What follows belongs to an exercise in optimizing a design on an open flow for small area, a short achievable clock period and few clock cycles per item; a production flow would make more cautious choices.
At most, simulation tests tie the RTL to the original design; equivalence was not proved.
Power is estimated from default activity; no workload was simulated.

## red
Design boholt_dec, start of the top module:
module boholt_dec (
    input  wire        clk,
    input  wire        rst,
    input  wire        in_valid,
    input  wire [31:0] in_data,
    input  wire        in_last,
    output reg         in_ready,
    output reg         out_valid,
    output reg  [15:0] out_item,
    output reg         done,
    output wire [2:0]  res_fault,
    output wire [12:0] res_fault_pos,
    output wire        res_crc_bad,
    output wire [12:0] res_count,
    output wire        hist_we,
    output wire [11:0] hist_waddr,
    output wire [15:0] hist_wdata,
    output reg         hist_re,
    output reg  [11:0] hist_raddr,
    input  wire [15:0] hist_rdata
);
For scale: ~2300 cells after synthesis, about 280 flip-flops, ~140 I/O pins, about 22000 µm² of cells after synthesis.
==> flow/config.mk <==
export PLATFORM = sky130hd
export DESIGN_NAME = boholt_dec
export DESIGN_NICKNAME = boholt_dec
export VERILOG_FILES = /design/flow/design.v
export SDC_FILE = /design/flow/constraint.sdc
export NUM_CORES = 4
export LEC_CHECK = 0
export CAP_MARGIN = 20
export CORE_MARGIN = 2
export CORE_UTILIZATION = 60
export CTS_BUF_LIST = sky130_fd_sc_hd__clkbuf_4 sky130_fd_sc_hd__clkbuf_8
export PLACE_DENSITY = 0.75
export SETUP_SLACK_MARGIN = 5
export SLEW_MARGIN = 20
==> flow/constraint.sdc <==
create_clock -name core_clock -period 12.0 [get_ports {clk}]
set_input_delay 2.4000 -clock core_clock [delete_from_list [all_inputs] [get_ports {clk}]]
set_output_delay 2.4000 -clock core_clock [all_outputs]
set_load 0.01 [all_outputs]
standard.sh (not shown) runs the stock make flow with config.mk's settings and CLKGATE_MAP_FILE= SYNTH_SCRIPT=/design/flow/synth_recipe.tcl, a recipe that flattens the netlist after the stock synthesis.
==> flow/flow/run.sh <==
#!/bin/bash
# The standard layout (standard.sh, with its synthesis unchanged), with
#  - each port buffered, as the standard flow does, with the smallest buffer
#    cell (timing repair resizes it where needed).
# Every tool's output goes to standard.log in this folder.
set -euo pipefail
MARGIN=8.0
sed "s/SETUP_SLACK_MARGIN=[0-9.]*/SETUP_SLACK_MARGIN=$MARGIN/" standard.sh > standard_margin.sh
export BUFFER_PORTS_ARGS="-buffer_cell sky130_fd_sc_hd__buf_1"
bash standard_margin.sh > standard.log 2>&1
The following lists how blue was set up differently from red:
--- a/flow/design.v
+++ b/flow/design.v
@@ -181,15 +181,15 @@
     always @(posedge clk) begin
         out_valid <= emit;
         done      <= end_req && e_idle && !done;
         if (done) begin
             end_req <= 1'b0;
             wcnt    <= 12'hFFF;
         end
-        if (!e_idle || pop) begin
+        if (emit) begin
             out_item <= eval;
             prev2    <= out_item;
             wcnt     <= wcnt + 12'd1;
         end
         hist_re    <= rd_first || rd_second || rd_third || rd_more;
         hist_raddr <= rd_first ? n_p[11:0] + ~d_m1 : hist_raddr + 12'd1;
         pre_q      <= rd_first;
@@ -284,15 +284,15 @@
     wire        h_stored = s1[24];
     wire hdr_bad = (s0[15:0] != SYNC) || (crc[15:0] != s0[31:16]) ||
                    f_w1bad || (s1[31:29] != 3'd0) ||
                    (f_c0 && !h_cut) ||
                    (!h_cut && f_plnc) || (h_cut && f_plc) ||
                    (h_stored && !h_cut && f_st);
     assign blk_end  = (st == S_BODY) && pdone && !wl_nz && !v1 && (ph == 2'd0);
-    wire   chk_go   = (st == S_CHK) && (!end_req || done);    
+    wire   chk_go   = (st == S_CHK) && !end_req;
     assign hdr_fail = chk_go && hdr_bad;
     reg rdy_n;
     always @(*) begin
         case (st)
             S_HDR:   rdy_n = take ? (hw == 3'd0) : (hw != 3'd4);
             S_CHK:   rdy_n = chk_go && (hdr_bad || !(h_cut && f_pz));
             S_BODY:  rdy_n = blk_end || (!take && wl_nz && !(v1 && !xfer));
Any difference in starting density of the core between blue and red is small enough to ignore. Re sum of negative setup slack: no difference whatsoever between blue and red. Cell area after layout, blue vs red: down slightly. red → blue: layout-stage area growth over the synthesis result now smaller, setup slack of the critical path after layout now larger.
Testbench counts of blue, summed over its fixed seeds: cycles 183,811, items 178,205.
Function not checked in red: the RTL went through the layout flow alone.

========
boholt_dec, a different RTL version from the one above (not shown whole).
Size: about 2400 cells after synthesis, about 280 flip-flops, ~140 I/O pins, ~23000 µm² of cells after synthesis.
## boholt_dec
module boholt_dec (
    input  wire        clk,
    input  wire        rst,
    input  wire        in_valid,
    input  wire [31:0] in_data,
    input  wire        in_last,
    output reg         in_ready,
    output reg         out_valid,
    output reg  [15:0] out_item,
    output reg         done,
    output wire [2:0]  res_fault,
    output wire [12:0] res_fault_pos,
    output wire        res_crc_bad,
    output wire [12:0] res_count,
    output wire        hist_we,
    output wire [11:0] hist_waddr,
    output wire [15:0] hist_wdata,
    output reg         hist_re,
    output reg  [11:0] hist_raddr,
    input  wire [15:0] hist_rdata
);
Settings: LEC_CHECK=0, CAP_MARGIN=20, CORE_MARGIN=2, CORE_UTILIZATION=60, CTS_BUF_LIST=sky130_fd_sc_hd__clkbuf_4 sky130_fd_sc_hd__clkbuf_8, PLACE_DENSITY=0.75, SETUP_SLACK_MARGIN=5, SLEW_MARGIN=20; clock period 12.0 ns.
Scripts as last shown in full above: flow/flow/run.sh
Then changed:
--- a/flow/design.v
+++ b/flow/design.v
@@ -87,53 +87,48 @@
     reg  [31:0] crc;             
     reg         f_w1bad, f_c0, f_plnc, f_plc, f_st, f_pz;
     reg         tok_v;
     reg  [2:0]  tok_c;
     reg  [25:0] tok_w;           
     reg  [11:0] cp_n;            
     reg         e_idle;          
     reg         e_le1;           
     reg         cp_ram;          
     reg         cp_p2;           
     reg         pre_q;           
     reg         rd_done;         
-    reg         flt;             
+    reg  [12:0] fpos;            
     reg  [15:0] prev2;
     reg  [11:0] wcnt;            
     assign res_fault     = fault;
-    assign res_fault_pos = flt ? n_p : 13'd0;
+    assign res_fault_pos = fpos;
     assign res_crc_bad   = crc_bad;
     assign res_count     = n_p;
     wire blk_end;                
     wire hdr_fail;               
     wire        at_max  = (room == 13'd0);
     wire [11:0] d_m1    = tok_w[15:4];                 
     reg  [11:0] len_m1;                                
     always @(*) begin
         case (tok_c)
             T_SRUN:  len_m1 = {8'd0, tok_w[5:2]};
             T_LRUN:  len_m1 = tok_w[14:3];
             default: len_m1 = {2'd0, tok_w[25:16]} + 12'd2;
         endcase
     end
     wire        t_lit   = (tok_c == T_LIT || tok_c == T_STO);
     wire        t_cp    = (tok_c == T_SRUN || tok_c == T_LRUN || tok_c == T_MATCH);
     wire        t_ram   = (tok_c == T_MATCH) && (d_m1[11:1] != 11'd0);
     wire        t_p2    = (tok_c == T_MATCH) && (d_m1 == 12'd1);
-    wire        t_m     = (tok_c == T_MATCH);
-    wire [11:0] fld     = (tok_c == T_SRUN) ? {8'd0, tok_w[5:2]} :
-                          (tok_c == T_LRUN) ? tok_w[14:3] : {2'd0, tok_w[25:16]};
-    wire [13:0] room_c  = {1'b0, room} - (t_m ? 14'd3 : 14'd1);   
-    wire [12:0] np_c    = n_p + (t_m ? 13'd3 : 13'd1);
-    wire        over    = room_c[13] || ({1'b0, fld} > room_c[12:0]);    
+    wire        over    = {1'b0, len_m1} >= room;      
     wire        dist_bad = (tok_c == T_MATCH) ? ({1'b0, d_m1} >= n_p) : (n_p == 13'd0);
     wire pop = (st == S_BODY) && tok_v && !pdone && e_idle && (!t_ram || rd_done);
     reg        k_end;
     reg [2:0]  k_fault;
     reg        k_push;
     always @(*) begin
         k_end   = 1'b0;
         k_fault = F_NONE;
         k_push  = 1'b0;
         if (stored && at_max) begin
             k_end = 1'b1;
         end else case (tok_c)
@@ -194,27 +189,27 @@
             out_item <= eval;
             prev2    <= out_item;
             wcnt     <= wcnt + 12'd1;
         end
         hist_re    <= rd_first || rd_second || rd_third || rd_more;
         hist_raddr <= rd_first ? n_p[11:0] + ~d_m1 : hist_raddr + 12'd1;
         pre_q      <= rd_first;
         rd_done    <= pre_q;
         if (!e_idle) begin
             cp_n   <= cp_n - 12'd1;
             e_idle <= e_le1;
             e_le1  <= (cp_n[11:2] == 10'd0) && !(cp_n[1] && cp_n[0]);
-        end else if (go_cp) begin
+        end else if (pop && t_cp) begin
             cp_n   <= len_m1;
-            e_idle <= (len_m1 == 12'd0);
+            e_idle <= !k_push || (len_m1 == 12'd0);
             e_le1  <= (len_m1[11:1] == 11'd0);
             cp_ram <= t_ram;
             cp_p2  <= t_p2;
         end
         if (blk_end || hdr_fail)
             end_req <= 1'b1;
         if (rst) begin
             cp_n      <= 12'd0;
             e_idle    <= 1'b1;
             e_le1     <= 1'b1;
             rd_done   <= 1'b0;
             pre_q     <= 1'b0;
@@ -339,38 +334,38 @@
                 if (take) begin
                     v1    <= 1'b1;
                     hidx  <= hw[1:0];
                     hhalf <= (hw == 3'd0);
                     hw    <= hw + 3'd1;
                 end
             end
             S_CHK: begin
                 if (chk_go) begin
                     hw <= 3'd0;
                     if (hdr_bad) begin
                         fault       <= F_HEADER;
-                        flt         <= 1'b1;
+                        fpos        <= 13'd0;
                         n_p         <= 13'd0;
                         crc_bad     <= 1'b0;
                         st          <= l1 ? S_HDR : S_DRAIN;
                     end else begin
                         st      <= S_BODY;
                         cut     <= h_cut;
                         stored  <= h_stored;
                         wl      <= h_cut ? wl - 12'd1 : wl;
                         wl_nz   <= !(h_cut && f_pz);
                         if (h_cut && !h_stored && room == 13'd0) room <= 13'd4096;
                         n_p     <= 13'd0;
                         fault   <= F_NONE;
-                        flt     <= 1'b0;
+                        fpos    <= 13'd0;
                         crc_bad <= 1'b0;
                         crc     <= 32'hFFFFFFFF;
                         tdone   <= 1'b0;
                         pdone   <= 1'b0;
                         tok_v   <= 1'b0;
                         pay_end <= f_pz;
                         v0      <= 1'b0;
                         o       <= 5'd0;
                         lp0     <= 1'b0;
                         lp1     <= 1'b0;
                     end
                 end
@@ -378,29 +373,29 @@
             S_DRAIN: begin
                 if (take && in_last) st <= S_HDR;
             end
             default: begin  
                 if (ph != 2'd0)
                     crc <= crc32_16(crc, ph[1] ? s0[31:16] : s0[15:0]);
                 ph <= (ph == 2'd1) ? 2'd2 : 2'd0;
                 if (pop) begin
                     tok_v <= 1'b0;
                     if (k_end) begin
                         pdone <= 1'b1;
                         fault <= k_fault;
-                        flt   <= (k_fault != F_NONE);
+                        if (k_fault != F_NONE) fpos <= n_p;
                     end
-                    room <= t_cp ? room_c[12:0] - {1'b0, fld} : room - 13'd1;
+                    room <= t_cp ? room + {1'b1, ~len_m1} : room - 13'd1;
                     if (k_push)
-                        n_p  <= t_cp ? np_c + {1'b0, fld} : n_p + 13'd1;
+                        n_p  <= t_cp ? n_p + {1'b0, len_m1} + 13'd1 : n_p + 13'd1;
                 end
                 if (ten) begin
                     tok_v <= 1'b1;
                     tok_c <= t_cls;
                     tok_w <= win;
                     o     <= o_next;
                     if (t_last) tdone <= 1'b1;
                     if (retire_c) begin
                         v0 <= 1'b0;
                         if (lp0) pay_end <= 1'b1;
                     end
                 end
Result: The new run produced a clean layout. Global-route usage went up by 1.0 points. Wire length went down by about 1.4%. Count of clock-buffer cells in the layout went down by 15. Register-to-register slack improves by 0.14 ns. First-iteration DRC count went down by 6.0%. Die area went down by 1.5%. Worst hold slack improves by 0.0062 ns. Total power went down by about 2.4%. Setup slack improves by 0.14 ns. Area after synthesis went down by 1.5%. Design area went down by about 3.8%.
No functional check of the RTL was part of any run of this note.

[port drivers added, routing unchanged]
Ports are ideal in the flow. The routed layouts listed here were re-timed in OpenROAD. Step 1: set_driving_cell puts a clkbuf_16 on clk and a buf_2 on each other input, an assumption about the parent block. Step 2, shift: input delay + t, output delay - t, t = (earliest + latest rising clock arrival at the registers) / 2. This alone moves slack from input paths to output paths. Three values: ideal, step 1, step 2; two values: the first two.
| run | t, ns | setup WS [ns] | worst register clock-pin slew, ns | pins driven straight from the clock port |
|---|---|---|---|---|
| red | 0.695 | 7.990 / 7.990 / 7.990 | 0.07 / 0.07 | 1 |
| blue | 0.683 | 8.065 / 8.018 / 8.130 | 0.07 / 0.07 | 1 |
| the first run of note 2 | 0.708 | 7.835 / 7.835 / 7.670 | 0.07 / 0.07 | 1 |
| the second run of note 2 | 0.708 | 7.980 / 7.980 / 7.928 | 0.07 / 0.07 | 1 |
After both steps setup and hold are still met in every run listed. For the first run of note 2, which loses most, drivers alone change the setup slack by 0.000 ns; drivers and shift together by -0.165 ns.
